From an optimization exercise on the open Yosys and OpenROAD flow, aimed at small area and a short achievable clock period; shortcuts taken in it are not production practice.
Where RTL was checked, it was by simulation tests only, not by an equivalence proof against the original.

== before ==
## cmd_check
module cmd_check (
    input  wire        clk,
    input  wire        rst,           
    input  wire        in_valid,
    input  wire [31:0] in_data,       
    input  wire        in_last,       
    input  wire [2:0]  in_nbytes,     
    input  wire        queue_full,    
    input  wire [3:0]  mode,          
    output reg         res_valid,
    output reg         res_proto,     
    output wire [7:0]  res_status,
    output wire [15:0] res_opcode,
    output wire [15:0] res_tag,
    output wire        res_prio
);
Settings: LEC_CHECK=0, CAP_MARGIN=20, CORE_MARGIN=2, CORE_UTILIZATION=40, SLEW_MARGIN=20; clock period 12.0 ns.
standard.sh (not shown) runs the stock make flow with config.mk's settings and CLKGATE_MAP_FILE= SYNTH_SCRIPT=/design/flow/synth_recipe.tcl, a recipe that flattens the netlist after the stock synthesis.
==> flow/flow/run.sh <==
#!/bin/bash
# Own layout flow: the standard layout (standard.sh), with ORFS's timing
# repair after clock tree synthesis and after global routing aiming for setup
# slack well above zero, so that the layout's achieved period comes out
# short. Repair may resize a cell to any footprint, and the ports are
# buffered with buf_2 cells. The SDC, clock period and every other setting
# are the standard flow's.
set -euo pipefail
here=$(pwd)
margin=$(cat "$here/flow/setup_margin.txt")
bash standard.sh "SETUP_SLACK_MARGIN=$margin" "MATCH_CELL_FOOTPRINT=0" \
    "BUFFER_PORTS_ARGS=-buffer_cell sky130_fd_sc_hd__buf_2" finish \
    > "$here/standard_sh.log" 2>&1
==> flow/flow/setup_margin.txt <==
8.7
before reached the end of the flow, and the finished layout is clean on the timing, design-rule and antenna checks.
The inputs of after differ from those of before as listed below.
==> flow/flow/run.sh <==
#!/bin/bash
# Own layout flow: the standard layout, with ORFS's timing repair (after
# clock tree synthesis and after global routing) aiming for setup slack well
# above zero, so that the layout's achieved period comes out short. The SDC,
# clock period and every other setting are the standard flow's.
set -euo pipefail
here=$(pwd)
margin=$(cat "$here/flow/setup_margin.txt")
export SETUP_SLACK_MARGIN="$margin"
bash standard.sh > "$here/standard_sh.log" 2>&1
==> flow/flow/setup_margin.txt <==
8.5
Findings:
after ran to completion and came out clean on the timing, design-rule and antenna checks. Looking at total iterations of the first detailed-routing run across after and before, the one that comes out lower is after. On share of final layout cell area taken by clock buffers and inverters, after and before are neck and neck. Between before and after, the flow reports design area decreasing slightly. before -> after: synthesized cell count delta 0, exact match.
No functional check of the RTL was part of any run of this note.


cmd_check, a different RTL version from the one above (not shown whole).
For scale: ~1,000 cells after synthesis, ~100 flip-flops, about 87 I/O pins, about 0.0095 mm^2 of cells after synthesis.
==> flow/config.mk <==
export PLATFORM = sky130hd
export DESIGN_NAME = cmd_check
export DESIGN_NICKNAME = cmd_check
export VERILOG_FILES = /design/flow/design.v
export SDC_FILE = /design/flow/constraint.sdc
export NUM_CORES = 4
export LEC_CHECK = 0
export CAP_MARGIN = 20
export CORE_MARGIN = 2
export CORE_UTILIZATION = 40
export SLEW_MARGIN = 20
==> flow/constraint.sdc <==
create_clock -name core_clock -period 12.0 [get_ports {clk}]
set_input_delay 2.4000 -clock core_clock [delete_from_list [all_inputs] [get_ports {clk}]]
set_output_delay 2.4000 -clock core_clock [all_outputs]
set_load 0.01 [all_outputs]
==> flow/flow/run.sh <==
#!/bin/bash
# Own layout flow: the standard layout (standard.sh), with ORFS's timing
# repair after clock tree synthesis and after global routing aiming for setup
# slack well above zero, so that the layout's achieved period comes out
# short. Repair may resize a cell to any footprint, and the ports are
# buffered with buf_2 cells. The SDC, clock period and every other setting
# are the standard flow's.
set -euo pipefail
here=$(pwd)
margin=$(cat "$here/flow/setup_margin.txt")
bash standard.sh "SETUP_SLACK_MARGIN=$margin" "MATCH_CELL_FOOTPRINT=0" \
    "BUFFER_PORTS_ARGS=-buffer_cell sky130_fd_sc_hd__buf_2" finish \
    > "$here/standard_sh.log" 2>&1
==> flow/flow/setup_margin.txt <==
8.65
The first run completed without violations.
Then changed:
==> flow/flow/setup_margin.txt (replaced) <==
8.8
Effect: Cell count came out higher by 1.3%; final area rose by 5.2%; synthesized cell count is unchanged; worst setup slack gains 0.092 ns.

## afterwards: timing with drivers on the ports
No port has a modelled driver above. Below, the same layouts with a new extraction and two added sets of constraints. Step 1 assumes that a clkbuf_16 drives the clock port and a buf_2 every other input. Step 2 also shifts input and output timing later by t, the mid clock arrival at the registers, as if the neighbouring blocks saw the same clock. a / b / c = no drivers / after step 1 / after step 2; a / b = the first two.
| run | t, ns | setup slack, ns | worst setup path after step 2 | latest minus earliest clock arrival (ns) | pins driven straight from the clock port |
|---|---|---|---|---|---|
| before | 0.483 | 8.678 / 8.629 / 8.729 | register to register | 0.016 / 0.015 | 1 |
| after | 0.491 | 8.521 / 8.472 / 8.605 | register to register | 0.014 / 0.014 | 1 |
| the first run of note 2 | 0.408 | 8.642 / 8.598 / 8.354 | input to register | 0.009 / 0.008 | 1 |
| the second run of note 2 | 0.416 | 8.734 / 8.685 / 8.414 | input to register | 0.010 / 0.010 | 1 |
After both steps every run listed still meets setup and hold. The setup slack of the second run of note 2, which loses most, moves by -0.049 ns with the drivers and by -0.320 ns with both steps.
